This design comes from an exercise in tuning for small area and a short achievable clock period on the open sky130 flow, not from production work.
At most, simulation tests tie the RTL to the original design; equivalence was not proved.
Function not checked in runs 1 and 3: the RTL went through the layout flow alone.

`design.v`:
```
module fc_align (
    input  wire [3:0]        dst,
    input  wire [31:0]       m_raw,
    input  wire signed [9:0] eb0,
    output wire [31:0]       q,
    output wire              g,
    output wire              g2,
    output wire              st2,
    output wire signed [9:0] eb
);
    reg [4:0] lz;
    integer i;
    always @(*) begin
        lz = 5'd0;
        for (i = 0; i < 32; i = i + 1)
            if (m_raw[i]) lz = 5'd31 - i[4:0];
    end
    wire [31:0] m = m_raw << lz;
    assign eb = eb0 - $signed({5'd0, lz});
    reg signed [9:0] K, M;
    always @(*) begin
        case (dst)
            4'h0:    begin K = 10'sd9;  M = 10'sd1;  end
            4'h1:    begin K = 10'sd22; M = 10'sd1;  end
            4'h2:    begin K = 10'sd25; M = 10'sd1;  end
            4'h3:    begin K = 10'sd29; M = 10'sd1;  end
            4'h4:    begin K = 10'sd30; M = 10'sd1;  end
            4'h5:    begin K = 10'sd30; M = 10'sd1;  end
            4'h6:    begin K = 10'sd31; M = 10'sd1;  end
            default: begin K = 10'sd31; M = 10'sd31; end
        endcase
    end
    wire signed [9:0] emin = (eb < M) ? eb : M;
    wire signed [10:0] sh_full = K - emin;
    wire [5:0] sh = (sh_full > 11'sd33) ? 6'd33 : sh_full[5:0];
    wire [64:0] wide = {m, 33'd0} >> sh;
    assign q   = wide[64:33];
    assign g   = wide[32];
    assign g2  = wide[31];
    assign st2 = |wide[30:0];
endmodule
module fc_decode (
    input  wire [3:0]        src,
    input  wire [3:0]        dst,
    input  wire [31:0]       d,
    input  wire              flush_eff,
    output reg               sign,
    output reg               is_zero,
    output reg               is_inf,
    output reg               is_nan,
    output reg               is_snan,
    output reg               flushed,
    output wire              is_int,
    output reg  [31:0]       m_raw,
    output wire signed [9:0] eb0
);
    assign is_int = (src >= 4'h7);
    reg        ineg;
    reg [31:0] ix;
    always @(*) begin
        case (src)
            4'h7:    begin ineg = d[31]; ix = d; end
            4'h8:    begin ineg = d[7];  ix = {{24{d[7]}}, d[7:0]}; end
            4'hA:    begin ineg = d[3];  ix = {{28{d[3]}}, d[3:0]}; end
            4'h9:    begin ineg = 1'b0;  ix = {24'd0, d[7:0]}; end
            default: begin ineg = 1'b0;  ix = {28'd0, d[3:0]}; end
        endcase
    end
    wire [31:0] imag = (ix ^ {32{ineg}}) + {31'd0, ineg};
    reg        fs;       
    reg        ecz;      
    reg        eco;      
    reg        fnz;      
    reg        fq;       
    reg [22:0] fm;       
    reg [7:0]  ec;       
    reg        flushable;
    always @(*) begin
        fs = 1'b0; ecz = 1'b0; eco = 1'b0; fnz = 1'b0; fq = 1'b0;
        fm = 23'd0; ec = 8'd0; flushable = 1'b0;
        case (src)
            4'h0: begin fs = d[31]; ec = d[30:23];        fm = d[22:0];          eco = &d[30:23]; flushable = 1'b1; end
            4'h1: begin fs = d[15]; ec = {3'd0, d[14:10]}; fm = {d[9:0], 13'd0};  eco = &d[14:10]; flushable = 1'b1; end
            4'h2: begin fs = d[15]; ec = d[14:7];         fm = {d[6:0], 16'd0};  eco = &d[14:7];  flushable = 1'b1; end
            4'h3: begin fs = d[7];  ec = {4'd0, d[6:3]};  fm = {d[2:0], 20'd0};  end
            4'h4: begin fs = d[7];  ec = {3'd0, d[6:2]};  fm = {d[1:0], 21'd0};  eco = &d[6:2]; end
            4'h5: begin fs = d[5];  ec = {5'd0, d[4:2]};  fm = {d[1:0], 21'd0};  end
            4'h6: begin fs = d[3];  ec = {6'd0, d[2:1]};  fm = {d[0], 22'd0};    end
            default: ;
        endcase
        ecz = (ec == 8'd0);
        fnz = (fm != 23'd0);
        fq  = fm[22];
    end
    wire f8a_nan = (src == 4'h3) && (d[7:0] == 8'h80);
    wire do_flush = flushable && flush_eff && ecz && fnz;
    reg izero;
    always @(*) begin
        case (src)
            4'h7:       izero = (d == 32'd0);
            4'h8, 4'h9: izero = (d[7:0] == 8'd0);
            default:    izero = (d[3:0] == 4'd0);
        endcase
    end
    always @(*) begin
        if (is_int) begin
            sign = ineg; is_zero = izero; is_inf = 1'b0; is_nan = 1'b0; is_snan = 1'b0;
            flushed = 1'b0; m_raw = imag;
        end else begin
            sign    = fs & ~f8a_nan;
            is_nan  = f8a_nan | (eco & fnz);
            is_inf  = eco & ~fnz;
            is_snan = eco & fnz & ~fq;
            is_zero = ~f8a_nan & ecz & (~fnz | do_flush);
            flushed = do_flush;
            m_raw   = {~ecz, fm, 8'd0};
        end
    end
    reg signed [9:0] bsrc, bdst;
    always @(*) begin
        case (src)
            4'h0, 4'h2: bsrc = 10'sd127;
            4'h1, 4'h4: bsrc = 10'sd15;
            4'h3:       bsrc = 10'sd7;
            4'h5:       bsrc = 10'sd3;
            4'h6:       bsrc = 10'sd1;
            default:    bsrc = -10'sd31;
        endcase
        case (dst)
            4'h0, 4'h2: bdst = 10'sd127;
            4'h1, 4'h4: bdst = 10'sd15;
            4'h3:       bdst = 10'sd7;
            4'h5:       bdst = 10'sd3;
            4'h6:       bdst = 10'sd1;
            default:    bdst = 10'sd0;
        endcase
    end
    wire [7:0] ecx = is_int ? 8'd0 : (ec | {7'd0, ecz});
    assign eb0 = $signed({2'b00, ecx}) - bsrc + bdst;
endmodule
module fc_round_pack (
    input  wire [3:0]        dst,
    input  wire [1:0]        rnd,
    input  wire              sat,
    input  wire              strict,
    input  wire              flush_eff,
    input  wire              sign,
    input  wire              is_zero,
    input  wire              is_inf,
    input  wire              is_nan,
    input  wire              is_snan,
    input  wire              flushed,
    input  wire              src_int,
    input  wire [31:0]       q,
    input  wire              g,
    input  wire              g2,
    input  wire              st2,
    input  wire signed [9:0] eb,
    output reg  [31:0]       data,
    output reg  [6:0]        flags
);
    localparam F_INVALID = 0, F_OVERFLOW = 2, F_UNDERFLOW = 3,
               F_INEXACT = 4, F_FLUSHED = 5, F_CLIPPED = 6;
    reg        t_int, t_kind0, t_kind1, t_kind2, t_flushable;
    reg [22:0] fmask;       
    reg [7:0]  emaxb;       
    always @(*) begin
        t_int = 1'b0; t_kind0 = 1'b0; t_kind1 = 1'b0; t_kind2 = 1'b0; t_flushable = 1'b0;
        fmask = 23'd0; emaxb = 8'd0;
        case (dst)
            4'h0: begin t_kind0 = 1'b1; t_flushable = 1'b1; fmask = 23'h7fffff; emaxb = 8'd254; end
            4'h1: begin t_kind0 = 1'b1; t_flushable = 1'b1; fmask = 23'h0003ff; emaxb = 8'd30;  end
            4'h2: begin t_kind0 = 1'b1; t_flushable = 1'b1; fmask = 23'h00007f; emaxb = 8'd254; end
            4'h3: begin t_kind1 = 1'b1; fmask = 23'h000007; emaxb = 8'd15; end
            4'h4: begin t_kind0 = 1'b1; fmask = 23'h000003; emaxb = 8'd30; end
            4'h5: begin t_kind2 = 1'b1; fmask = 23'h000003; emaxb = 8'd7;  end
            4'h6: begin t_kind2 = 1'b1; fmask = 23'h000001; emaxb = 8'd3;  end
            default: t_int = 1'b1;
        endcase
    end
    wire st  = g2 | st2;
    wire inx = g | st;
    reg inc;
    always @(*) begin
        case (rnd)
            2'd0:    inc = g & (st | q[0]);
            2'd1:    inc = 1'b0;
            2'd2:    inc = ~sign & inx;
            default: inc = sign & inx;
        endcase
    end
    wire ao = &(q[22:0] | ~fmask);
    wire cy = inc & ao;
    wire sub = (eb < 10'sd1);
    wire [22:0] fr = (q[22:0] + {22'd0, inc}) & fmask;
    wire [7:0]  ef = (sub ? 8'd0 : eb[7:0]) + {7'd0, cy};
    wire ovf   = ~sub & ((eb > $signed({2'b00, emaxb})) | ((eb == $signed({2'b00, emaxb})) & cy));
    wire rzero = sub & ~(|q[22:0]) & ~inc;
    wire subres = sub & ~cy & ~rzero;
    wire tiny  = sub & ~(cy & g & ((rnd == 2'd0) ? g2 : st));
    reg big;
    always @(*) begin
        case (rnd)
            2'd0:    big = 1'b1;
            2'd1:    big = 1'b0;
            2'd2:    big = ~sign;
            default: big = sign;
        endcase
    end
    reg        fsgn;
    reg [7:0]  fexp;
    reg [22:0] ffr;
    reg [6:0]  fflg;
    always @(*) begin
        fsgn = sign; fexp = 8'd0; ffr = 23'd0; fflg = 7'd0;
        if (is_nan) begin
            if (t_kind2) begin
                fsgn = 1'b0;
                fflg[F_CLIPPED] = 1'b1; fflg[F_INVALID] = 1'b1;
            end else if (t_kind1) begin
                fsgn = 1'b1;
                fflg[F_INVALID] = is_snan;
            end else begin
                fsgn = strict & sign;
                fexp = 8'hff;
                ffr  = ((strict ? q[22:0] : 23'd0) | (fmask ^ (fmask >> 1))) & fmask;
                fflg[F_INVALID] = is_snan;
            end
        end else if (is_inf) begin
            if (t_kind0 && !sat) begin
                fexp = 8'hff;
            end else begin
                fexp = emaxb; ffr = fmask;
                fflg[F_CLIPPED] = 1'b1;
            end
        end else if (is_zero) begin
            fsgn = sign & ~t_kind1;
        end else if (ovf) begin
            fflg[F_INEXACT] = 1'b1;
            if (t_kind0 && !sat) begin
                fflg[F_OVERFLOW] = 1'b1;
                if (big) fexp = 8'hff;
                else begin fexp = emaxb; ffr = fmask; end
            end else begin
                fexp = emaxb; ffr = fmask;
                fflg[F_CLIPPED] = 1'b1;
            end
        end else if (rzero) begin
            fsgn = sign & ~t_kind1;
            fflg[F_UNDERFLOW] = 1'b1; fflg[F_INEXACT] = 1'b1;
        end else if (t_flushable && flush_eff && subres) begin
            fflg[F_FLUSHED] = 1'b1; fflg[F_UNDERFLOW] = 1'b1; fflg[F_INEXACT] = 1'b1;
        end else begin
            fexp = ef; ffr = fr;
            fflg[F_INEXACT] = inx;
            fflg[F_UNDERFLOW] = inx & tiny;
        end
        if (!strict) begin
            fflg[F_UNDERFLOW] = 1'b0;
            fflg[F_INEXACT]   = 1'b0;
            if (!t_kind2) fflg[F_INVALID] = 1'b0;
        end
    end
    wire huge = (eb > 10'sd31);
    wire [31:0] ir = (q ^ {32{sign}}) + {31'd0, sign ^ inc};
    wire ge31 = q[31] | ((&q[30:0]) & inc);
    wire ge8  = (|q[31:8]) | ((&q[7:0]) & inc);
    wire ge7  = (|q[31:7]) | ((&q[6:0]) & inc);
    wire ge4  = (|q[31:4]) | ((&q[3:0]) & inc);
    wire ge3  = (|q[31:3]) | ((&q[2:0]) & inc);
    wire gt31 = q[31] & ((|q[30:0]) | inc);
    wire gt7  = (|q[31:8]) | (q[7] & ((|q[6:0]) | inc));
    wire gt3  = (|q[31:4]) | (q[3] & ((|q[2:0]) | inc));
    wire gt0  = (|q) | inc;
    reg [31:0] ihi, ilo;
    reg        over_hi, over_lo;
    always @(*) begin
        case (dst)
            4'h7:    begin ihi = 32'h7fffffff; ilo = 32'h80000000; over_hi = ge31; over_lo = gt31; end
            4'h8:    begin ihi = 32'h0000007f; ilo = 32'h00000080; over_hi = ge7;  over_lo = gt7;  end
            4'h9:    begin ihi = 32'h000000ff; ilo = 32'h00000000; over_hi = ge8;  over_lo = gt0;  end
            4'hA:    begin ihi = 32'h00000007; ilo = 32'h00000008; over_hi = ge3;  over_lo = gt3;  end
            default: begin ihi = 32'h0000000f; ilo = 32'h00000000; over_hi = ge4;  over_lo = gt0;  end
        endcase
    end
    reg [31:0] imsk;
    always @(*) begin
        case (dst)
            4'h7:       imsk = 32'hffffffff;
            4'h8, 4'h9: imsk = 32'h000000ff;
            default:    imsk = 32'h0000000f;
        endcase
    end
    wire clamp_hi = ~sign & (huge | over_hi);
    wire clamp_lo =  sign & (huge | over_lo);
    reg [31:0] idata;
    reg [6:0]  iflg;
    always @(*) begin
        idata = 32'd0; iflg = 7'd0;
        if (is_nan) begin
            iflg[F_CLIPPED] = 1'b1; iflg[F_INVALID] = 1'b1;
        end else if (is_inf) begin
            idata = sign ? ilo : ihi;
            iflg[F_CLIPPED] = 1'b1; iflg[F_INVALID] = 1'b1;
        end else if (is_zero) begin
            idata = 32'd0;
        end else begin
            iflg[F_INEXACT] = strict & inx;
            if (clamp_hi || clamp_lo) begin
                idata = clamp_hi ? ihi : ilo;
                iflg[F_CLIPPED] = 1'b1;
                if (!src_int) iflg[F_INEXACT] = strict;
            end else begin
                idata = ir & imsk;
            end
        end
    end
    always @(*) begin
        case (dst)
            4'h0:    data = {fsgn, fexp, ffr};
            4'h1:    data = {16'd0, fsgn, fexp[4:0], ffr[9:0]};
            4'h2:    data = {16'd0, fsgn, fexp, ffr[6:0]};
            4'h3:    data = {24'd0, fsgn, fexp[3:0], ffr[2:0]};
            4'h4:    data = {24'd0, fsgn, fexp[4:0], ffr[1:0]};
            4'h5:    data = {26'd0, fsgn, fexp[2:0], ffr[1:0]};
            4'h6:    data = {28'd0, fsgn, fexp[1:0], ffr[0]};
            default: data = idata;
        endcase
        flags = t_int ? iflg : fflg;
        flags[F_FLUSHED] = flags[F_FLUSHED] | flushed;
    end
endmodule
module fmtconv (
    input  wire        clk,
    input  wire        rst,           
    input  wire        in_valid,
    input  wire [3:0]  src_fmt,
    input  wire [3:0]  dst_fmt,
    input  wire [1:0]  rnd,           
    input  wire        sat,
    input  wire        strict,
    input  wire        flush,
    input  wire [31:0] in_data,
    output reg         out_valid,
    output reg  [31:0] out_data,
    output reg  [6:0]  out_flags,     
    output reg         out_range      
);
    reg        r_valid;
    reg [3:0]  r_src, r_dst;
    reg [1:0]  r_rnd;
    reg        r_sat, r_strict, r_flush;
    reg [31:0] r_data;
    always @(posedge clk) begin
        if (rst) r_valid <= 1'b0;
        else     r_valid <= in_valid;
        r_src    <= src_fmt;
        r_dst    <= dst_fmt;
        r_rnd    <= rnd;
        r_sat    <= sat;
        r_strict <= strict;
        r_flush  <= flush;
        r_data   <= in_data;
    end
    wire flush_eff = r_flush | ~r_strict;
    wire        d_sign, d_zero, d_inf, d_nan, d_snan, d_flushed, d_int;
    wire [31:0] d_m;
    wire signed [9:0] d_eb0;
    fc_decode u_dec (
        .src(r_src), .dst(r_dst), .d(r_data), .flush_eff(flush_eff),
        .sign(d_sign), .is_zero(d_zero), .is_inf(d_inf), .is_nan(d_nan), .is_snan(d_snan),
        .flushed(d_flushed), .is_int(d_int), .m_raw(d_m), .eb0(d_eb0));
    wire [31:0] a_q;
    wire        a_g, a_g2, a_st2;
    wire signed [9:0] a_eb;
    fc_align u_al (
        .dst(r_dst), .m_raw(d_m), .eb0(d_eb0),
        .q(a_q), .g(a_g), .g2(a_g2), .st2(a_st2), .eb(a_eb));
    wire [31:0] res_data;
    wire [6:0]  res_flags;
    fc_round_pack u_rp (
        .dst(r_dst), .rnd(r_rnd), .sat(r_sat), .strict(r_strict), .flush_eff(flush_eff),
        .sign(d_sign), .is_zero(d_zero), .is_inf(d_inf), .is_nan(d_nan), .is_snan(d_snan),
        .flushed(d_flushed), .src_int(d_int),
        .q(a_q), .g(a_g), .g2(a_g2), .st2(a_st2), .eb(a_eb),
        .data(res_data), .flags(res_flags));
    wire bad_fmt = (r_src > 4'hB) || (r_dst > 4'hB);
    always @(posedge clk) begin
        if (rst) out_valid <= 1'b0;
        else     out_valid <= r_valid;
        out_data  <= bad_fmt ? 32'd0 : res_data;
        out_flags <= bad_fmt ? 7'd0  : res_flags;
        out_range <= bad_fmt;
    end
endmodule
```
`run.sh`:
```
#!/bin/bash
# synth_recipe.tcl (not shown) runs the flow's synth.tcl, then flattens the netlist and writes it again
# the make line also repeats each setting of config.mk as NAME=value (left out here)
make -C /OpenROAD-flow-scripts/flow DESIGN_CONFIG=/design/flow/config.mk WORK_HOME=/design/flow/orfs CLKGATE_MAP_FILE= SYNTH_SCRIPT=/design/flow/synth_recipe.tcl finish
```
`config.mk`:
```
export PLATFORM = sky130hd
export DESIGN_NAME = fmtconv
export DESIGN_NICKNAME = fmtconv
export VERILOG_FILES = /design/flow/design.v
export SDC_FILE = /design/flow/constraint.sdc
export NUM_CORES = 4
export LEC_CHECK = 0
export CAP_MARGIN = 20
export CORE_MARGIN = 2
export CORE_UTILIZATION = 30
export SLEW_MARGIN = 20
```
`constraint.sdc`:
```
create_clock -name core_clock -period 18.0 [get_ports {clk}]
set_input_delay 3.6000 -clock core_clock [delete_from_list [all_inputs] [get_ports {clk}]]
set_output_delay 3.6000 -clock core_clock [all_outputs]
set_load 0.01 [all_outputs]
```
==> metrics.cfg, run 1 <==
[setup_path]
critical_path_arrival_ns = 17.53
cp-end-kind = flip-flop
start_kind = flip-flop
cp_top_family = compound AO/OA/AOI/OAI gates
cp_slowest_cell = a31oi_1
critPathMaxFanout = 21
crit_path_max_incr_delay_ns = 0.76
critPathRequiredTime_ns = 18.26
path_buf_inv = 3
critPathKind = reg -> reg

[global_route]
use_met2_pct = 45.9
first_global_vias = 22000
met1_usage_pct = 38.3
top_usage_layer = met2
grt_max_degree = 45
grt_usage_pct = 29.4
grt-ovfl-total = 0
grt_first_pass_wirelength_mm = 144
antenna_found_initial = 1
use_met3_pct = 5.11

[min_path]
hp-class = reg -> reg

[timing]
clock_skew_ns = 0.0179
hold_ws_ns = 0.441
slew_headroom_pct = 21.9
worst_slack_ns = 0.723
post-route-min-period_ns = 17.28
fmax_mhz = 57.9
min_period_over_period_pct = 96.0
setup_viol = 0
finalSetupTns_ns = 0
hold_viol = 0
drv_slew = 0
worst_pin_slew_ns = 1.16

[detailed_routing]
firstDrtPassIters = 9
drt_iter0_markers = 4161
antenna_left = 0
drc = 0
routedWlPerCell_um = 27.5
via_count = 24200
totalWireLength_mm = 97.2
viasPerCell = 6.86

[floorplanning]
die_w_um = 251
start_util_pct = 30.4
num_rows = 90
die_area_um2 = 63200
pin_count = 89
die_h_um = 251
core_area_um2 = 60500

[finish]
drive_gt1_share_pct = 9.54
stdcell_count = 3530
final_nets = 2845
fin_util_pct = 34.0
fin_area_um2 = 20600
synthToLayoutAreaGrowth_pct = 12.0

[synthesis]
synth_cell_types = 123
synth_area_um2 = 18400
synthTopCellsByArea = dfxtp_1 (9.4%), nand2_1 (5.8%), nor2_1 (5.4%)
synth_seq_cells = 86
synth_cells = 2742
synthArstFlopShare_pct = 0
avgSynthCellArea_um2 = 6.70
synth_edf_count = 0
yosysTopAreaCellShare_pct = 9.38
ys.flop_type = dfxtp_1
ys_seq_area_share_pct = 9.38
synth_nets = 2844
synth_top_area_cell = dfxtp_1
synth_warnings = 4
yosysMostFrequentCell = nand2_1
ys_top_cells_by_count = nand2_1 (286), nor2_1 (266), o21ai_0 (176)

[place]
place_hpwl_mm = 75.2
place_worst_setup_slack_ns = 0.399
globalplace.congestion = 1.06
dp.cells = 3509
port_buffers = 87
placed_cell_area_um2 = 20100

[clock_tree]
tritoncts = done
numCtsBuffers = 9
hold_buffers = 0
root_buffer = clkbuf_16
clockBufferDepth = 2
clk_latency_ns = 0.38
htree_levels = 3
cts.sinks = 86
clkTransAtPathRegs_ns = 0.07

[run_status]
outcome = timing/DRC/antenna clean

[run]
cap_violations = 0

==> worst reg2reg max path: cells and delay by family, from the launching register on <==
family	cells	cell delay (ns)
compound gates	24	7.55
simple gates	17	4.27
fa+ha+maj	8	2.79
xor+xnor	4	0.89
mux	2	0.80
buf+inv	3	0.49
flops	1	0.36
==> area by class of cell <==
class / count / area (um2)
multi-input combinational: 2403 / 15700
clock buffer: 10 / 229
fill: 6643 / 39900
tap: 782 / 978
timing repair buffer: 185 / 1610
sequential: 86 / 1720
antenna: 1 / 2.50
inverter: 58 / 218
clock inverter: 5 / 58.8
==> cell usage in the layout (no fill, tap or decap), types with 22 or more instances in the layout <==
master           instances
nand2_1                285
nor2_1                 263
o21ai_0                175
a21oi_1                147
nor3_1                 128
nand3_1                115
buf_4                   98
clkdlybuf4s50_1         87
xnor2_1                 86
dfxtp_1                 85
o211ai_1                68
a211oi_1                67
inv_1                   51
nor4_1                  51
nand4_1                 48
nand2b_1                43
a31oi_1                 43
mux2i_1                 40
and2_1                  40
ha_1                    40
and3_1                  34
o22ai_1                 34
or3_1                   32
o31ai_1                 32
or2_2                   31
nor2b_1                 28
xor2_1                  28
a21o_1                  26
o21a_1                  22
==> routing by layer <==
metal,vias to the layer above,share of wire [%]
li1,10600,-
met2,1864,43
met5,-,0
met1,11300,39
met3,414,11
met4,0,6.8
==> path summary, 6_finish.rpt <==
| path | from | to | slack (ns) | cells after the start |
|---|---|---|---|---|
| hold / removal | r_valid | out_valid | 0.44 | 1 |
| hold reg to reg | r_valid | out_valid | 0.44 | 1 |
| setup reg to reg | r_src[1] | out_data[31] | 0.72 | 58 |
| setup / recovery | r_src[1] | out_data[31] | 0.72 | 58 |
==> registers in the layout (all words and copies together) (netlist names), 2 cells and up <==
name and count:
r_data 32, r_dst 4, out_flags 6, r_src 4, out_data 32, r_rnd 2
==> cells by family (layout without fill, tap and decap cells) <==
family          Yosys count  count (layout)  share of synthesized area (%)
fa+ha+maj                54              54                           4.21
mux                      57              57                           3.65
simple gates           1217            1217                           33.9
flops                    86              86                           9.38
xor+xnor                114             114                           5.44
other cells               1               2                         0.0204
buf+inv                 254             258                           5.85
compound gates          959             960                           37.6
==> what timing repair did <==
item | CTS | global route
setup endpoints to repair | 0 | 34
endpoints found under the hold margin | 0 | 0
setup buffers | 0 | 4
gates resized for setup | 0 | 25
==> run 2, diff against run 1 <==
--- a/design.v
+++ b/design.v
@@ -2,12 +2,16 @@
     input  wire [3:0]        dst,
     input  wire [31:0]       m_raw,
     input  wire signed [9:0] eb0,
+    input  wire signed [9:0] ash,
     output wire [31:0]       q,
     output wire              g,
     output wire              g2,
     output wire              st2,
-    output wire signed [9:0] eb
+    output wire signed [9:0] eb,
+    output wire              sub,
+    output wire              huge
 );
+    wire t_int = (dst >= 4'h7);
     reg [4:0] lz;
     integer i;
     always @(*) begin
@@ -17,27 +21,27 @@
     end
     wire [31:0] m = m_raw << lz;
     assign eb = eb0 - $signed({5'd0, lz});
-    reg signed [9:0] K, M;
+    reg [23:0] qn;
+    reg        gn, g2n, stn;
     always @(*) begin
         case (dst)
-            4'h0:    begin K = 10'sd9;  M = 10'sd1;  end
-            4'h1:    begin K = 10'sd22; M = 10'sd1;  end
-            4'h2:    begin K = 10'sd25; M = 10'sd1;  end
-            4'h3:    begin K = 10'sd29; M = 10'sd1;  end
-            4'h4:    begin K = 10'sd30; M = 10'sd1;  end
-            4'h5:    begin K = 10'sd30; M = 10'sd1;  end
-            4'h6:    begin K = 10'sd31; M = 10'sd1;  end
-            default: begin K = 10'sd31; M = 10'sd31; end
-        endcase
-    end
-    wire signed [9:0] emin = (eb < M) ? eb : M;
-    wire signed [10:0] sh_full = K - emin;
-    wire [5:0] sh = (sh_full > 11'sd33) ? 6'd33 : sh_full[5:0];
-    wire [64:0] wide = {m, 33'd0} >> sh;
-    assign q   = wide[64:33];
-    assign g   = wide[32];
-    assign g2  = wide[31];
-    assign st2 = |wide[30:0];
+            4'h0:       begin qn = m[31:8];           gn = m[7];  g2n = m[6];  stn = |m[5:0];  end
+            4'h1:       begin qn = {13'd0, m[31:21]}; gn = m[20]; g2n = m[19]; stn = |m[18:0]; end
+            4'h2:       begin qn = {16'd0, m[31:24]}; gn = m[23]; g2n = m[22]; stn = |m[21:0]; end
+            4'h3:       begin qn = {20'd0, m[31:28]}; gn = m[27]; g2n = m[26]; stn = |m[25:0]; end
+            4'h4, 4'h5: begin qn = {21'd0, m[31:29]}; gn = m[28]; g2n = m[27]; stn = |m[26:0]; end
+            default:    begin qn = {22'd0, m[31:30]}; gn = m[29]; g2n = m[28]; stn = |m[27:0]; end
+        endcase
+    end
+    assign huge = ash[9];
+    wire [5:0] sa = huge ? 6'd0 : ((ash > 10'sd33) ? 6'd33 : ash[5:0]);
+    wire [65:0] wide = {m_raw, 34'd0} >> sa;
+    assign sub = ~t_int & (eb0 <= $signed({5'd0, lz}));
+    wire use_a = t_int | sub;
+    assign q   = use_a ? wide[65:34] : {8'd0, qn};
+    assign g   = use_a ? wide[33] : gn;
+    assign g2  = use_a ? wide[32] : g2n;
+    assign st2 = use_a ? (|wide[31:0]) : stn;
 endmodule
 module fc_decode (
     input  wire [3:0]        src,
@@ -52,7 +56,8 @@
     output reg               flushed,
     output wire              is_int,
     output reg  [31:0]       m_raw,
-    output wire signed [9:0] eb0
+    output wire signed [9:0] eb0,
+    output wire signed [9:0] ash
 );
     assign is_int = (src >= 4'h7);
     reg        ineg;
@@ -116,27 +121,32 @@
             m_raw   = {~ecz, fm, 8'd0};
         end
     end
-    reg signed [9:0] bsrc, bdst;
+    reg signed [9:0] bs, bd, kb;
     always @(*) begin
         case (src)
-            4'h0, 4'h2: bsrc = 10'sd127;
-            4'h1, 4'h4: bsrc = 10'sd15;
-            4'h3:       bsrc = 10'sd7;
-            4'h5:       bsrc = 10'sd3;
-            4'h6:       bsrc = 10'sd1;
-            default:    bsrc = -10'sd31;
+            4'h0, 4'h2: bs = 10'sd127;
+            4'h1, 4'h4: bs = 10'sd15;
+            4'h3:       bs = 10'sd7;
+            4'h5:       bs = 10'sd3;
+            4'h6:       bs = 10'sd1;
+            default:    bs = -10'sd31;
         endcase
         case (dst)
-            4'h0, 4'h2: bdst = 10'sd127;
-            4'h1, 4'h4: bdst = 10'sd15;
-            4'h3:       bdst = 10'sd7;
-            4'h5:       bdst = 10'sd3;
-            4'h6:       bdst = 10'sd1;
-            default:    bdst = 10'sd0;
+            4'h0:    begin bd = 10'sd127; kb = -10'sd118; end
+            4'h1:    begin bd = 10'sd15;  kb = 10'sd7;    end
+            4'h2:    begin bd = 10'sd127; kb = -10'sd102; end
+            4'h3:    begin bd = 10'sd7;   kb = 10'sd22;   end
+            4'h4:    begin bd = 10'sd15;  kb = 10'sd15;   end
+            4'h5:    begin bd = 10'sd3;   kb = 10'sd27;   end
+            4'h6:    begin bd = 10'sd1;   kb = 10'sd30;   end
+            default: begin bd = 10'sd0;   kb = 10'sd31;   end
         endcase
     end
+    wire signed [9:0] t1 = bd - bs;
+    wire signed [9:0] t2 = kb + bs;
     wire [7:0] ecx = is_int ? 8'd0 : (ec | {7'd0, ecz});
-    assign eb0 = $signed({2'b00, ecx}) - bsrc + bdst;
+    assign eb0 = $signed({2'b00, ecx}) + t1;
+    assign ash = t2 - $signed({2'b00, ecx});
 endmodule
 module fc_round_pack (
     input  wire [3:0]        dst,
@@ -156,6 +166,8 @@
     input  wire              g2,
     input  wire              st2,
     input  wire signed [9:0] eb,
+    input  wire              sub,
+    input  wire              huge,
     output reg  [31:0]       data,
     output reg  [6:0]        flags
 );
@@ -191,8 +203,9 @@
     end
     wire ao = &(q[22:0] | ~fmask);
     wire cy = inc & ao;
-    wire sub = (eb < 10'sd1);
-    wire [22:0] fr = (q[22:0] + {22'd0, inc}) & fmask;
+    wire        sx = sign & t_int;
+    wire [31:0] ir = (q ^ {32{sx}}) + {31'd0, sx ^ inc};
+    wire [22:0] fr = ir[22:0] & fmask;
     wire [7:0]  ef = (sub ? 8'd0 : eb[7:0]) + {7'd0, cy};
     wire ovf   = ~sub & ((eb > $signed({2'b00, emaxb})) | ((eb == $signed({2'b00, emaxb})) & cy));
     wire rzero = sub & ~(|q[22:0]) & ~inc;
@@ -261,8 +274,6 @@
             if (!t_kind2) fflg[F_INVALID] = 1'b0;
         end
     end
-    wire huge = (eb > 10'sd31);
-    wire [31:0] ir = (q ^ {32{sign}}) + {31'd0, sign ^ inc};
     wire ge31 = q[31] | ((&q[30:0]) & inc);
     wire ge8  = (|q[31:8]) | ((&q[7:0]) & inc);
     wire ge7  = (|q[31:7]) | ((&q[6:0]) & inc);
@@ -362,34 +373,92 @@
         r_flush  <= flush;
         r_data   <= in_data;
     end
-    wire flush_eff = r_flush | ~r_strict;
     wire        d_sign, d_zero, d_inf, d_nan, d_snan, d_flushed, d_int;
     wire [31:0] d_m;
-    wire signed [9:0] d_eb0;
+    wire signed [9:0] d_eb0, d_ash;
     fc_decode u_dec (
-        .src(r_src), .dst(r_dst), .d(r_data), .flush_eff(flush_eff),
+        .src(r_src), .dst(r_dst), .d(r_data), .flush_eff(r_flush | ~r_strict),
         .sign(d_sign), .is_zero(d_zero), .is_inf(d_inf), .is_nan(d_nan), .is_snan(d_snan),
-        .flushed(d_flushed), .is_int(d_int), .m_raw(d_m), .eb0(d_eb0));
+        .flushed(d_flushed), .is_int(d_int), .m_raw(d_m), .eb0(d_eb0), .ash(d_ash));
+    reg        s1_valid, s1_bad;
+    reg [3:0]  s1_dst;
+    reg [1:0]  s1_rnd;
+    reg        s1_sat, s1_strict, s1_flush;
+    reg        s1_sign, s1_zero, s1_inf, s1_nan, s1_snan, s1_flushed, s1_int;
+    reg [31:0] s1_m;
+    reg signed [9:0] s1_eb0, s1_ash;
+    always @(posedge clk) begin
+        if (rst) s1_valid <= 1'b0;
+        else     s1_valid <= r_valid;
+        s1_bad     <= (r_src > 4'hB) || (r_dst > 4'hB);
+        s1_dst     <= r_dst;
+        s1_rnd     <= r_rnd;
+        s1_sat     <= r_sat;
+        s1_strict  <= r_strict;
+        s1_flush   <= r_flush;
+        s1_sign    <= d_sign;
+        s1_zero    <= d_zero;
+        s1_inf     <= d_inf;
+        s1_nan     <= d_nan;
+        s1_snan    <= d_snan;
+        s1_flushed <= d_flushed;
+        s1_int     <= d_int;
+        s1_m       <= d_m;
+        s1_eb0     <= d_eb0;
+        s1_ash     <= d_ash;
+    end
     wire [31:0] a_q;
-    wire        a_g, a_g2, a_st2;
+    wire        a_g, a_g2, a_st2, a_sub, a_huge;
     wire signed [9:0] a_eb;
     fc_align u_al (
-        .dst(r_dst), .m_raw(d_m), .eb0(d_eb0),
-        .q(a_q), .g(a_g), .g2(a_g2), .st2(a_st2), .eb(a_eb));
+        .dst(s1_dst), .m_raw(s1_m), .eb0(s1_eb0), .ash(s1_ash),
+        .q(a_q), .g(a_g), .g2(a_g2), .st2(a_st2), .eb(a_eb), .sub(a_sub), .huge(a_huge));
+    reg        s2_valid, s2_bad;
+    reg [3:0]  s2_dst;
+    reg [1:0]  s2_rnd;
+    reg        s2_sat, s2_strict, s2_flush;
+    reg        s2_sign, s2_zero, s2_inf, s2_nan, s2_snan, s2_flushed, s2_int;
+    reg [31:0] s2_q;
+    reg        s2_g, s2_g2, s2_st2, s2_sub, s2_huge;
+    reg signed [9:0] s2_eb;
+    always @(posedge clk) begin
+        if (rst) s2_valid <= 1'b0;
+        else     s2_valid <= s1_valid;
+        s2_bad     <= s1_bad;
+        s2_dst     <= s1_dst;
+        s2_rnd     <= s1_rnd;
+        s2_sat     <= s1_sat;
+        s2_strict  <= s1_strict;
+        s2_flush   <= s1_flush;
+        s2_sign    <= s1_sign;
+        s2_zero    <= s1_zero;
+        s2_inf     <= s1_inf;
+        s2_nan     <= s1_nan;
+        s2_snan    <= s1_snan;
+        s2_flushed <= s1_flushed;
+        s2_int     <= s1_int;
+        s2_q       <= a_q;
+        s2_g       <= a_g;
+        s2_g2      <= a_g2;
+        s2_st2     <= a_st2;
+        s2_sub     <= a_sub;
+        s2_huge    <= a_huge;
+        s2_eb      <= a_eb;
+    end
     wire [31:0] res_data;
     wire [6:0]  res_flags;
     fc_round_pack u_rp (
-        .dst(r_dst), .rnd(r_rnd), .sat(r_sat), .strict(r_strict), .flush_eff(flush_eff),
-        .sign(d_sign), .is_zero(d_zero), .is_inf(d_inf), .is_nan(d_nan), .is_snan(d_snan),
-        .flushed(d_flushed), .src_int(d_int),
-        .q(a_q), .g(a_g), .g2(a_g2), .st2(a_st2), .eb(a_eb),
+        .dst(s2_dst), .rnd(s2_rnd), .sat(s2_sat), .strict(s2_strict),
+        .flush_eff(s2_flush | ~s2_strict),
+        .sign(s2_sign), .is_zero(s2_zero), .is_inf(s2_inf), .is_nan(s2_nan), .is_snan(s2_snan),
+        .flushed(s2_flushed), .src_int(s2_int),
+        .q(s2_q), .g(s2_g), .g2(s2_g2), .st2(s2_st2), .eb(s2_eb), .sub(s2_sub), .huge(s2_huge),
         .data(res_data), .flags(res_flags));
-    wire bad_fmt = (r_src > 4'hB) || (r_dst > 4'hB);
     always @(posedge clk) begin
         if (rst) out_valid <= 1'b0;
-        else     out_valid <= r_valid;
-        out_data  <= bad_fmt ? 32'd0 : res_data;
-        out_flags <= bad_fmt ? 7'd0  : res_flags;
-        out_range <= bad_fmt;
+        else     out_valid <= s2_valid;
+        out_data  <= s2_bad ? 32'd0 : res_data;
+        out_flags <= s2_bad ? 7'd0  : res_flags;
+        out_range <= s2_bad;
     end
 endmodule
==> metrics.cfg, run 2 <==
[run_status]
outcome = timing/DRC/antenna clean

[timing]
post-route-min-period_ns = 5.15
finalSetupTns_ns = 0
setup_viol = 0
worst_pin_slew_ns = 1.07
drv_slew = 0
clock_skew_ns = 0.0273
rsz0062_at_grt = no
worst_slack_ns = 12.85
min_period_over_period_pct = 28.6
hold_viol = 0
fmax_mhz = 194
slew_headroom_pct = 28.2

[setup_path]
critPathMaxFanout = 28
cp-end-kind = flip-flop
critPathRequiredTime_ns = 18.51
start_kind = flip-flop
critical_path_arrival_ns = 5.66
critPathKind = reg -> reg

[clock_tree]
htree_levels = 1
clkTransAtPathRegs_ns = 0.07
clockBufferDepth = 3
tritoncts = done
root_buffer = clkbuf_16
clk_latency_ns = 0.57
hold_buffers = 0
numCtsBuffers = 26
cts-resized-gates = 0
cts.sinks = 221
post-cts-setup-buffers = 0

[place]
place_worst_setup_slack_ns = 12.91
place_hpwl_mm = 52.1
placed_cell_area_um2 = 19000
port_buffers = 87
globalplace.congestion = 1.00

[global_route]
grt_first_pass_wirelength_mm = 104
antenna_found_initial = 0
grt_usage_pct = 21.6
grt-ovfl-total = 0
first_global_vias = 17500
grt_max_degree = 51

[finish]
final_cell_mix = nand2_1 (250), nor2_1 (230), a21oi_1 (225), dfxtp_1 (221), o21ai_0 (147)
antenna_cells = 0
final_common_cell = nand2_1
synthToLayoutAreaGrowth_pct = 13.0
drive_gt1_share_pct = 6.40
fill_cells = 6210
fin_area_um2 = 20000
final_nets = 2452

[synthesis]
synthTopCellsByArea = dfxtp_1 (25%), mux2i_1 (7.5%), a21oi_1 (6.4%)
avgSynthCellArea_um2 = 7.41
synth_cell_types = 104
synth_top_area_cell = dfxtp_1
ys_top_cells_by_count = nand2_1 (250), nor2_1 (232), a21oi_1 (226)
ys.flop_type = dfxtp_1
synth_edf_count = 0
yosysTopAreaCellShare_pct = 25.0
synth_seq_cells = 221
synth_warnings = 4
ys_seq_area_share_pct = 25.0
synthArstFlopShare_pct = 0
synth_area_um2 = 17700
synth_cells = 2385
synth_nets = 2496
yosysMostFrequentCell = nand2_1

[floorplanning]
num_rows = 88
die_h_um = 247
pin_count = 89
die_area_um2 = 60900
start_util_pct = 30.5
die_w_um = 247
core_area_um2 = 57900

[detailed_routing]
drc = 0
routedWlPerCell_um = 21.8
via_count = 18600
drt_iter0_markers = 2446
viasPerCell = 5.95
totalWireLength_mm = 68.3
firstDrtPassIters = 6
antenna_left = 0

[run]
cap_violations = 0

[min_path]
hp-class = reg -> reg

[run 2: worst paths after layout]
path              from            to  slack (ns)  cells past startpoint
max reg2reg  s2_dst[1]  out_data[30]       12.85                     20
min             s1_inf        s2_inf        0.32                      0
max          s2_dst[1]  out_data[30]       12.85                     20
min reg2reg     s1_inf        s2_inf        0.32                      0
[run 2: kinds of logic after synthesis]
family / share of synthesized area (%)
and+or+nand+nor: 21.8
muxes: 9.20
adders and majority gates: 5.11
DFF: 25.0
AOI/OAI and AO/OA: 26.6
buffers and inverters: 6.64
xor gates and xnor gates: 5.60
other: 0.0212
[run 2: per-layer routing]
layer | vias up | track usage (%) | routed length [um] | share of wire [%]
li1 | 8527 | - | - | -
met1 | 8891 | 27.9 | 28600 | 42
met2 | 954 | 35.6 | 31100 | 46
met3 | 213 | 2.51 | 4790 | 7.0
met4 | 0 | 10.7 | 3750 | 5.5
met5 | - | 0 | 0 | 0
[run 2: layout make-up]
class / count / area [um2] / area share (%)
Inverter: 104 / 393 / 1.97
Multi-Input combinational cell: 1869 / 12100 / 60.5
Sequential cell: 221 / 4420 / 22.2
Clock buffer: 28 / 679 / 3.40
Tap cell: 765 / 957 / 4.79
Timing Repair Buffer: 119 / 1110 / 5.57
Clock inverter: 20 / 312 / 1.56
[run 2: stage by stage]
stage | instances | hold slack (ns) | util, %
floorplan | 2385 | 0.310 | -
global placement | 3078 | 0.311 | 32.7
detailed placement | 3078 | 0.314 | 32.7
CTS | 3126 | 0.317 | 34.5
global route | 3126 | 0.324 | 34.5
finish | 3126 | 0.319 | 34.5
[run 2: critical path, cell delays in order (launching register included)]
cell and delay, ns:
dfxtp_1 0.81, a31oi_1 0.18, buf_4 0.21, inv_1 0.34, nand2_1 0.10, buf_4 0.25
xnor2_1 0.19, ha_1 0.27, ha_1 0.22, inv_1 0.09, a221oi_1 0.47, and3_1 0.33
and2_1 0.26, nand2_1 0.11, o21ai_0 0.20, a21oi_1 0.12, xnor2_1 0.40, a21oi_1 0.15
o21ai_0 0.17, a21oi_1 0.09, nor2_1 0.09
==> run 3, diff against run 2 <==
--- a/design.v
+++ b/design.v
@@ -1,47 +1,103 @@
 module fc_align (
-    input  wire [3:0]        dst,
-    input  wire [31:0]       m_raw,
-    input  wire signed [9:0] eb0,
+    input  wire [3:0]  dst,
+    input  wire [31:0] m_raw,
+    input  wire        pad,
+    input  wire [4:0]  lz,
     input  wire signed [9:0] ash,
-    output wire [31:0]       q,
-    output wire              g,
-    output wire              g2,
-    output wire              st2,
-    output wire signed [9:0] eb,
-    output wire              sub,
-    output wire              huge
+    input  wire        use_a,
+    output wire        huge,
+    output wire [31:0] q,
+    output wire        g,
+    output wire        g2,
+    output wire        st2,
+    output wire        carry
 );
-    wire t_int = (dst >= 4'h7);
-    reg [4:0] lz;
-    integer i;
-    always @(*) begin
-        lz = 5'd0;
-        for (i = 0; i < 32; i = i + 1)
-            if (m_raw[i]) lz = 5'd31 - i[4:0];
-    end
-    wire [31:0] m = m_raw << lz;
-    assign eb = eb0 - $signed({5'd0, lz});
-    reg [23:0] qn;
-    reg        gn, g2n, stn;
+    reg [5:0] kn;
     always @(*) begin
         case (dst)
-            4'h0:       begin qn = m[31:8];           gn = m[7];  g2n = m[6];  stn = |m[5:0];  end
-            4'h1:       begin qn = {13'd0, m[31:21]}; gn = m[20]; g2n = m[19]; stn = |m[18:0]; end
-            4'h2:       begin qn = {16'd0, m[31:24]}; gn = m[23]; g2n = m[22]; stn = |m[21:0]; end
-            4'h3:       begin qn = {20'd0, m[31:28]}; gn = m[27]; g2n = m[26]; stn = |m[25:0]; end
-            4'h4, 4'h5: begin qn = {21'd0, m[31:29]}; gn = m[28]; g2n = m[27]; stn = |m[26:0]; end
-            default:    begin qn = {22'd0, m[31:30]}; gn = m[29]; g2n = m[28]; stn = |m[27:0]; end
+            4'h0:       kn = 6'd31;
+            4'h1:       kn = 6'd44;
+            4'h2:       kn = 6'd47;
+            4'h3:       kn = 6'd51;
+            4'h4, 4'h5: kn = 6'd52;
+            default:    kn = 6'd53;
         endcase
     end
     assign huge = ash[9];
-    wire [5:0] sa = huge ? 6'd0 : ((ash > 10'sd33) ? 6'd33 : ash[5:0]);
-    wire [65:0] wide = {m_raw, 34'd0} >> sa;
-    assign sub = ~t_int & (eb0 <= $signed({5'd0, lz}));
-    wire use_a = t_int | sub;
-    assign q   = use_a ? wide[65:34] : {8'd0, qn};
-    assign g   = use_a ? wide[33] : gn;
-    assign g2  = use_a ? wide[32] : g2n;
-    assign st2 = use_a ? (|wide[31:0]) : stn;
+    wire [5:0] ta = huge ? 6'd23 : ((ash > 10'sd33) ? 6'd56 : (ash[5:0] + 6'd23));
+    wire [5:0] t = use_a ? ta : (kn - {1'b0, lz});
+    wire [88:0] wsh = {m_raw, 57'd0} >> t;
+    reg  [65:0] fill;
+    integer j;
+    always @(*)
+        for (j = 0; j < 66; j = j + 1)
+            fill[j] = pad & ({1'b0, t} + j <= 56);
+    wire [65:0] wide = wsh[65:0] | fill;
+    assign q = wide[65:34];
+    wire   gc  = wide[33];
+    wire   g2c = wide[32];
+    wire [31:0] por, pand;
+    assign por[0]  = m_raw[0];
+    assign pand[0] = m_raw[0];
+    genvar k;
+    generate
+        for (k = 1; k < 32; k = k + 1) begin : g_pre
+            assign por[k]  = por[k-1] | m_raw[k];
+            assign pand[k] = pand[k-1] & m_raw[k];
+        end
+    endgenerate
+    wire [5:0] ts = t - 6'd26;
+    wire   none = (t < 6'd26);
+    wire   stc  = ~none & por[ts[4:0]];
+    wire   a1   = none | pand[ts[4:0]];      
+    assign carry = pad & gc & g2c & a1;
+    assign g     = pad ? (gc ^ (g2c & a1)) : gc;
+    assign g2    = pad ? (g2c ^ a1) : g2c;
+    assign st2   = pad ? ~a1 : stc;
+endmodule
+module fc_round (
+    input  wire [3:0]  dst,
+    input  wire [1:0]  rnd,
+    input  wire        sign,
+    input  wire        sub,
+    input  wire [31:0] q,
+    input  wire        g,
+    input  wire        g2,
+    input  wire        st2,
+    input  wire        carry,
+    output wire        inc,
+    output wire        inx,
+    output wire        cy,
+    output wire        gt
+);
+    wire t_int = (dst >= 4'h7);
+    reg [22:0] fmask;       
+    always @(*) begin
+        case (dst)
+            4'h0:       fmask = 23'h7fffff;
+            4'h1:       fmask = 23'h0003ff;
+            4'h2:       fmask = 23'h00007f;
+            4'h3:       fmask = 23'h000007;
+            4'h4, 4'h5: fmask = 23'h000003;
+            default:    fmask = 23'h000001;
+        endcase
+    end
+    wire st = g2 | st2;
+    assign inx = g | st;
+    reg rinc;
+    always @(*) begin
+        case (rnd)
+            2'd0:    rinc = g & (st | q[0]);
+            2'd1:    rinc = 1'b0;
+            2'd2:    rinc = ~sign & inx;
+            default: rinc = sign & inx;
+        endcase
+    end
+    assign inc = rinc | carry;
+    wire ao = &(q[22:0] | ~fmask);
+    wire hb = |(q[23:1] & (fmask ^ (fmask >> 1)));
+    assign cy = inc & ao & (sub | hb);
+    assign gt = g & ((rnd == 2'd0) ? g2 : st);
 endmodule
 module fc_decode (
     input  wire [3:0]        src,
@@ -56,8 +112,10 @@
     output reg               flushed,
     output wire              is_int,
     output reg  [31:0]       m_raw,
-    output wire signed [9:0] eb0,
-    output wire signed [9:0] ash
+    output wire [4:0]        lz,       
+    output wire signed [9:0] ash,      
+    output wire signed [9:0] eb0,      
+    output wire              ecz       
 );
     assign is_int = (src >= 4'h7);
     reg        ineg;
@@ -71,9 +129,10 @@
             default: begin ineg = 1'b0;  ix = {28'd0, d[3:0]}; end
         endcase
     end
-    wire [31:0] imag = (ix ^ {32{ineg}}) + {31'd0, ineg};
+    wire [31:0] imag = ix ^ {32{ineg}};
     reg        fs;       
-    reg        ecz;      
+    reg        ecz_f;    
+    assign ecz = ecz_f;
     reg        eco;      
     reg        fnz;      
     reg        fq;       
@@ -81,7 +140,7 @@
     reg [7:0]  ec;       
     reg        flushable;
     always @(*) begin
-        fs = 1'b0; ecz = 1'b0; eco = 1'b0; fnz = 1'b0; fq = 1'b0;
+        fs = 1'b0; ecz_f = 1'b0; eco = 1'b0; fnz = 1'b0; fq = 1'b0;
         fm = 23'd0; ec = 8'd0; flushable = 1'b0;
         case (src)
             4'h0: begin fs = d[31]; ec = d[30:23];        fm = d[22:0];          eco = &d[30:23]; flushable = 1'b1; end
@@ -93,12 +152,12 @@
             4'h6: begin fs = d[3];  ec = {6'd0, d[2:1]};  fm = {d[0], 22'd0};    end
             default: ;
         endcase
-        ecz = (ec == 8'd0);
+        ecz_f = (ec == 8'd0);
         fnz = (fm != 23'd0);
         fq  = fm[22];
     end
     wire f8a_nan = (src == 4'h3) && (d[7:0] == 8'h80);
-    wire do_flush = flushable && flush_eff && ecz && fnz;
+    wire do_flush = flushable && flush_eff && ecz_f && fnz;
     reg izero;
     always @(*) begin
         case (src)
@@ -116,9 +175,9 @@
             is_nan  = f8a_nan | (eco & fnz);
             is_inf  = eco & ~fnz;
             is_snan = eco & fnz & ~fq;
-            is_zero = ~f8a_nan & ecz & (~fnz | do_flush);
+            is_zero = ~f8a_nan & ecz_f & (~fnz | do_flush);
             flushed = do_flush;
-            m_raw   = {~ecz, fm, 8'd0};
+            m_raw   = {~ecz_f, fm, 8'd0};
         end
     end
     reg signed [9:0] bs, bd, kb;
@@ -144,9 +203,10 @@
     end
     wire signed [9:0] t1 = bd - bs;
     wire signed [9:0] t2 = kb + bs;
-    wire [7:0] ecx = is_int ? 8'd0 : (ec | {7'd0, ecz});
+    wire [7:0] ecx = is_int ? 8'd0 : (ec | {7'd0, ecz_f});
     assign eb0 = $signed({2'b00, ecx}) + t1;
     assign ash = t2 - $signed({2'b00, ecx});
+    fc_lzc u_lzc (.x(m_raw), .lz(lz));
 endmodule
 module fc_round_pack (
     input  wire [3:0]        dst,
@@ -162,10 +222,11 @@
     input  wire              flushed,
     input  wire              src_int,
     input  wire [31:0]       q,
-    input  wire              g,
-    input  wire              g2,
-    input  wire              st2,
-    input  wire signed [9:0] eb,
+    input  wire              inc,
+    input  wire              inx,
+    input  wire              cy,
+    input  wire              gt,
+    input  wire [7:0]        eb,
     input  wire              sub,
     input  wire              huge,
     output reg  [31:0]       data,
@@ -190,27 +251,14 @@
             default: t_int = 1'b1;
         endcase
     end
-    wire st  = g2 | st2;
-    wire inx = g | st;
-    reg inc;
-    always @(*) begin
-        case (rnd)
-            2'd0:    inc = g & (st | q[0]);
-            2'd1:    inc = 1'b0;
-            2'd2:    inc = ~sign & inx;
-            default: inc = sign & inx;
-        endcase
-    end
-    wire ao = &(q[22:0] | ~fmask);
-    wire cy = inc & ao;
     wire        sx = sign & t_int;
     wire [31:0] ir = (q ^ {32{sx}}) + {31'd0, sx ^ inc};
     wire [22:0] fr = ir[22:0] & fmask;
-    wire [7:0]  ef = (sub ? 8'd0 : eb[7:0]) + {7'd0, cy};
-    wire ovf   = ~sub & ((eb > $signed({2'b00, emaxb})) | ((eb == $signed({2'b00, emaxb})) & cy));
+    wire [7:0]  ef = (sub ? 8'd0 : eb) + {7'd0, cy};
+    wire ovf   = ~sub & ((eb > emaxb) | ((eb == emaxb) & cy));
     wire rzero = sub & ~(|q[22:0]) & ~inc;
     wire subres = sub & ~cy & ~rzero;
-    wire tiny  = sub & ~(cy & g & ((rnd == 2'd0) ? g2 : st));
+    wire tiny  = sub & ~(cy & gt);
     reg big;
     always @(*) begin
         case (rnd)
@@ -341,6 +389,35 @@
         flags[F_FLUSHED] = flags[F_FLUSHED] | flushed;
     end
 endmodule
+module fc_lzc (
+    input  wire [31:0] x,
+    output wire [4:0]  lz
+);
+    wire [15:0] v1;  wire [15:0] c1;
+    wire [7:0]  v2;  wire [15:0] c2;
+    wire [3:0]  v3;  wire [11:0] c3;
+    wire [1:0]  v4;  wire [7:0]  c4;
+    genvar k;
+    generate
+        for (k = 0; k < 16; k = k + 1) begin : g_l1
+            assign v1[k] = x[2*k+1] | x[2*k];
+            assign c1[k] = ~x[2*k+1];
+        end
+        for (k = 0; k < 8; k = k + 1) begin : g_l2
+            assign v2[k] = v1[2*k+1] | v1[2*k];
+            assign c2[2*k+1:2*k] = v1[2*k+1] ? {1'b0, c1[2*k+1]} : {1'b1, c1[2*k]};
+        end
+        for (k = 0; k < 4; k = k + 1) begin : g_l3
+            assign v3[k] = v2[2*k+1] | v2[2*k];
+            assign c3[3*k+2:3*k] = v2[2*k+1] ? {1'b0, c2[4*k+3:4*k+2]} : {1'b1, c2[4*k+1:4*k]};
+        end
+        for (k = 0; k < 2; k = k + 1) begin : g_l4
+            assign v4[k] = v3[2*k+1] | v3[2*k];
+            assign c4[4*k+3:4*k] = v3[2*k+1] ? {1'b0, c3[6*k+5:6*k+3]} : {1'b1, c3[6*k+2:6*k]};
+        end
+    endgenerate
+    assign lz = v4[1] ? {1'b0, c4[7:4]} : {1'b1, c4[3:0]};
+endmodule
 module fmtconv (
     input  wire        clk,
     input  wire        rst,           
@@ -375,18 +452,24 @@
     end
     wire        d_sign, d_zero, d_inf, d_nan, d_snan, d_flushed, d_int;
     wire [31:0] d_m;
-    wire signed [9:0] d_eb0, d_ash;
+    wire [4:0]  d_lz;
+    wire signed [9:0] d_ash;
+    wire signed [9:0] d_eb0;
+    wire        d_ecz;
     fc_decode u_dec (
         .src(r_src), .dst(r_dst), .d(r_data), .flush_eff(r_flush | ~r_strict),
         .sign(d_sign), .is_zero(d_zero), .is_inf(d_inf), .is_nan(d_nan), .is_snan(d_snan),
-        .flushed(d_flushed), .is_int(d_int), .m_raw(d_m), .eb0(d_eb0), .ash(d_ash));
+        .flushed(d_flushed), .is_int(d_int), .m_raw(d_m), .lz(d_lz), .ash(d_ash), .eb0(d_eb0), .ecz(d_ecz));
     reg        s1_valid, s1_bad;
     reg [3:0]  s1_dst;
     reg [1:0]  s1_rnd;
     reg        s1_sat, s1_strict, s1_flush;
     reg        s1_sign, s1_zero, s1_inf, s1_nan, s1_snan, s1_flushed, s1_int;
     reg [31:0] s1_m;
-    reg signed [9:0] s1_eb0, s1_ash;
+    reg [4:0]  s1_lz;
+    reg signed [9:0] s1_ash;
+    reg signed [9:0] s1_eb0;
+    reg        s1_ecz;
     always @(posedge clk) begin
         if (rst) s1_valid <= 1'b0;
         else     s1_valid <= r_valid;
@@ -404,23 +487,33 @@
         s1_flushed <= d_flushed;
         s1_int     <= d_int;
         s1_m       <= d_m;
-        s1_eb0     <= d_eb0;
+        s1_lz      <= d_lz;
         s1_ash     <= d_ash;
+        s1_eb0     <= d_eb0;
+        s1_ecz     <= d_ecz;
     end
+    wire s1_int_dst = (s1_dst >= 4'h7);
+    wire s1_sub = ~s1_int_dst & ((s1_eb0 < 10'sd1) | ((s1_eb0 == 10'sd1) & s1_ecz));
+    wire signed [9:0] s1_ebl = s1_eb0 - $signed({5'd0, s1_lz});
     wire [31:0] a_q;
-    wire        a_g, a_g2, a_st2, a_sub, a_huge;
-    wire signed [9:0] a_eb;
+    wire        a_g, a_g2, a_st2, a_huge, a_carry;
     fc_align u_al (
-        .dst(s1_dst), .m_raw(s1_m), .eb0(s1_eb0), .ash(s1_ash),
-        .q(a_q), .g(a_g), .g2(a_g2), .st2(a_st2), .eb(a_eb), .sub(a_sub), .huge(a_huge));
+        .dst(s1_dst), .m_raw(s1_m), .pad(s1_int & s1_sign), .lz(s1_lz), .ash(s1_ash), .use_a(s1_int_dst | s1_sub),
+        .huge(a_huge),
+        .q(a_q), .g(a_g), .g2(a_g2), .st2(a_st2), .carry(a_carry));
+    wire        a_inc, a_inx, a_cy, a_gt;
+    fc_round u_rd (
+        .dst(s1_dst), .rnd(s1_rnd), .sign(s1_sign), .sub(s1_sub),
+        .q(a_q), .g(a_g), .g2(a_g2), .st2(a_st2), .carry(a_carry),
+        .inc(a_inc), .inx(a_inx), .cy(a_cy), .gt(a_gt));
     reg        s2_valid, s2_bad;
     reg [3:0]  s2_dst;
     reg [1:0]  s2_rnd;
     reg        s2_sat, s2_strict, s2_flush;
     reg        s2_sign, s2_zero, s2_inf, s2_nan, s2_snan, s2_flushed, s2_int;
     reg [31:0] s2_q;
-    reg        s2_g, s2_g2, s2_st2, s2_sub, s2_huge;
-    reg signed [9:0] s2_eb;
+    reg        s2_inc, s2_inx, s2_cy, s2_gt, s2_sub, s2_huge;
+    reg [7:0]  s2_eb;
     always @(posedge clk) begin
         if (rst) s2_valid <= 1'b0;
         else     s2_valid <= s1_valid;
@@ -438,12 +531,13 @@
         s2_flushed <= s1_flushed;
         s2_int     <= s1_int;
         s2_q       <= a_q;
-        s2_g       <= a_g;
-        s2_g2      <= a_g2;
-        s2_st2     <= a_st2;
-        s2_sub     <= a_sub;
+        s2_inc     <= a_inc;
+        s2_inx     <= a_inx;
+        s2_cy      <= a_cy;
+        s2_gt      <= a_gt;
+        s2_sub     <= s1_sub;
+        s2_eb      <= s1_ebl[7:0];
         s2_huge    <= a_huge;
-        s2_eb      <= a_eb;
     end
     wire [31:0] res_data;
     wire [6:0]  res_flags;
@@ -452,7 +546,7 @@
         .flush_eff(s2_flush | ~s2_strict),
         .sign(s2_sign), .is_zero(s2_zero), .is_inf(s2_inf), .is_nan(s2_nan), .is_snan(s2_snan),
         .flushed(s2_flushed), .src_int(s2_int),
-        .q(s2_q), .g(s2_g), .g2(s2_g2), .st2(s2_st2), .eb(s2_eb), .sub(s2_sub), .huge(s2_huge),
+        .q(s2_q), .inc(s2_inc), .inx(s2_inx), .cy(s2_cy), .gt(s2_gt), .eb(s2_eb), .sub(s2_sub), .huge(s2_huge),
         .data(res_data), .flags(res_flags));
     always @(posedge clk) begin
         if (rst) out_valid <= 1'b0;
==> metrics.cfg, run 3 <==
[run_status]
outcome = timing/DRC/antenna clean

[detailed_routing]
firstDrtPassIters = 6
totalWireLength_mm = 72.2
drt_iter0_markers = 2473
routedWlPerCell_um = 22.9
via_count = 18800
antenna_left = 0
drc = 0
viasPerCell = 5.97

[setup_path]
critical_path_arrival_ns = 6.89
critPathRequiredTime_ns = 18.44
start_kind = flip-flop
cp_top_family = simple AND/OR/NAND/NOR gates
cp_slowest_cell = dfxtp_1
critPathMaxFanout = 56
path_cells = nor2b_1, nor3_1, fa_1, inv_1, mux2i_4, buf_4, inv_4, ha_1, inv_1, a2111oi_0, a31oi_1, and2_1, nor4_1, nand3_1, a41oi_1, ha_1, nor2_1, o2bb2ai_1, nand2b_1, a31o_1, and4_1
crit_path_max_incr_delay_ns = 0.64
cp-end-kind = flip-flop
path_buf_inv = 4
critPathKind = reg -> reg

[global_route]
antenna_found_initial = 1
first_global_vias = 18000
grt_max_degree = 65
grt_usage_pct = 22.4
grt-ovfl-total = 0
grt_first_pass_wirelength_mm = 110

[timing]
finalSetupTns_ns = 0
drv_slew = 0
hold_viol = 0
clock_skew_ns = 0.0221
post-route-min-period_ns = 6.45
min_period_over_period_pct = 35.8
slew_headroom_pct = 22.5
worst_pin_slew_ns = 1.16
rsz0062_at_grt = no
setup_viol = 0
fmax_mhz = 155

[floorplanning]
pin_count = 89
die_w_um = 249
core_area_um2 = 59200
num_rows = 89
start_util_pct = 30.5
die_h_um = 249
die_area_um2 = 62100

[synthesis]
synth_seq_cells = 226
yosysTopAreaCellShare_pct = 25.1
ys.flop_type = dfxtp_1
synthArstFlopShare_pct = 0
synth_cells = 2378
synth_area_um2 = 18000
ys_seq_area_share_pct = 25.1
synth_top_area_cell = dfxtp_1
synth_edf_count = 0
synth_cell_types = 103
synth_warnings = 5
synth_nets = 2515
ys_top_cells_by_count = a21oi_1 (226), dfxtp_1 (226), nand2_1 (225)
avgSynthCellArea_um2 = 7.59
synthTopCellsByArea = dfxtp_1 (25%), a21oi_1 (6.3%), ha_1 (5.1%)

[clock_tree]
post-cts-setup-buffers = 0
root_buffer = clkbuf_16
cts.sinks = 226
clk_latency_ns = 0.56
hold_buffers = 0
clkTransAtPathRegs_ns = 0.06
cts-resized-gates = 0
htree_levels = 1
clockBufferDepth = 3
tritoncts = done
numCtsBuffers = 25

[place]
globalplace.congestion = 0.996
port_buffers = 87
place_hpwl_mm = 54.8

[run]
cap_violations = 0

[finish]
final_nets = 2493
synthToLayoutAreaGrowth_pct = 11.8
seq_area_um2 = 4520
final_cell_mix = a21oi_1 (226), dfxtp_1 (226), nand2_1 (225), nor2_1 (191), o21ai_0 (151)
multiInputGateArea_um2 = 12300
drive_gt1_share_pct = 6.40
fill_cells = 6315

[min_path]
hp-class = reg -> reg

[run 3: cell types whose count changed after synthesis, sizes merged, moves of 14 or more]
cell    delta
a211oi    +16
a21o      +15
buf       +21
clkbuf    -45
ha        +25
inv       +17
mux2i     -54
nand2     -26
nand2b    +14
nand3     +18
nor2      -43
o22ai     -14
[run 3: layout make-up]
type | count | area share (%)
repair buffers | 118 | 5.47
well taps | 773 | 4.79
multi-input cells | 1865 | 61.2
clock buffers | 34 | 3.42
diodes | 1 | 0.0124
clock inverters | 12 | 0.484
flip-flops and latches | 226 | 22.4
inverters | 120 | 2.24
[run 3: final timing paths]
path | slack, ns | from | cells after the start | to
worst min register to register | 0.33 | s1_inf | 0 | s2_inf
worst max register to register | 11.55 | s1_dst[1] | 21 | s2_cy
worst max-delay path | 11.55 | s1_dst[1] | 21 | s2_cy
worst min-delay path | 0.33 | s1_inf | 0 | s2_inf
[run 3: cell families (layout without fill, tap and decap cells)]
group           count (synthesis)  in the layout  share of synthesized area, %
compound gates                795            795                          29.2
simple gates                  763            763                          20.2
buf+inv                       287            284                          6.68
flops                         226            226                          25.1
xor+xnor                      114            114                          5.53
mux                            98             98                          6.23
fa+ha+maj                      94             94                          7.08
other cells                     1              2                        0.0208
[run 3: through the flow]
| step | utilization, % | area, um2 | setup slack (ns) | hold WS [ns] | instances |
|---|---|---|---|---|---|
| floorplan | - | 18000 | 12.46 | 0.310 | 2378 |
| global placement | 32.7 | 19400 | 11.98 | 0.313 | 3102 |
| detailed placement | 32.7 | 19400 | 11.73 | 0.312 | 3102 |
| CTS | 34.1 | 20200 | 11.71 | 0.327 | 3148 |
| global route | 34.1 | 20200 | 11.14 | 0.331 | 3148 |
| finish | 34.1 | 20200 | 11.55 | 0.326 | 3149 |
[run 3: metal layers]
metal	GRT usage (%)	share of wire (%)	vias up
li1	-	-	8672
met1	29.2	43	8910
met2	37.0	46	1035
met3	3.29	7.6	182
met4	8.83	4.2	0
met5	0	0	-

## afterwards: timing with drivers on the ports
In the flow no input, the clock included, has a driving cell. The finished layouts below were timed again as built, in two steps. Step 1 assumes that a clkbuf_16 drives the clock port and a buf_2 every other input. Step 2 also shifts input and output timing later by t, the mid clock arrival at the registers, as if the neighbouring blocks saw the same clock. Slacks: ideal / step 1 / step 2; pairs: ideal / step 1.
| run | t (ns) | setup WS [ns] | hold WS [ns] | slew at the worst register clock pin (ns) | worst slew at a driven data input, ns |
|---|---|---|---|---|---|
| run 1 | 0.426 | 0.723 / 0.723 / 0.723 | 0.441 / 0.441 / 0.441 | 0.08 / 0.08 | 0.08 |
| run 2 | 0.613 | 12.852 / 12.852 / 12.852 | 0.319 / 0.319 / 0.319 | 0.07 / 0.07 | 0.05 |
| run 3 | 0.615 | 11.553 / 11.553 / 11.553 | 0.326 / 0.326 / 0.326 | 0.08 / 0.08 | 0.04 |
After both steps every run listed still meets setup and hold.
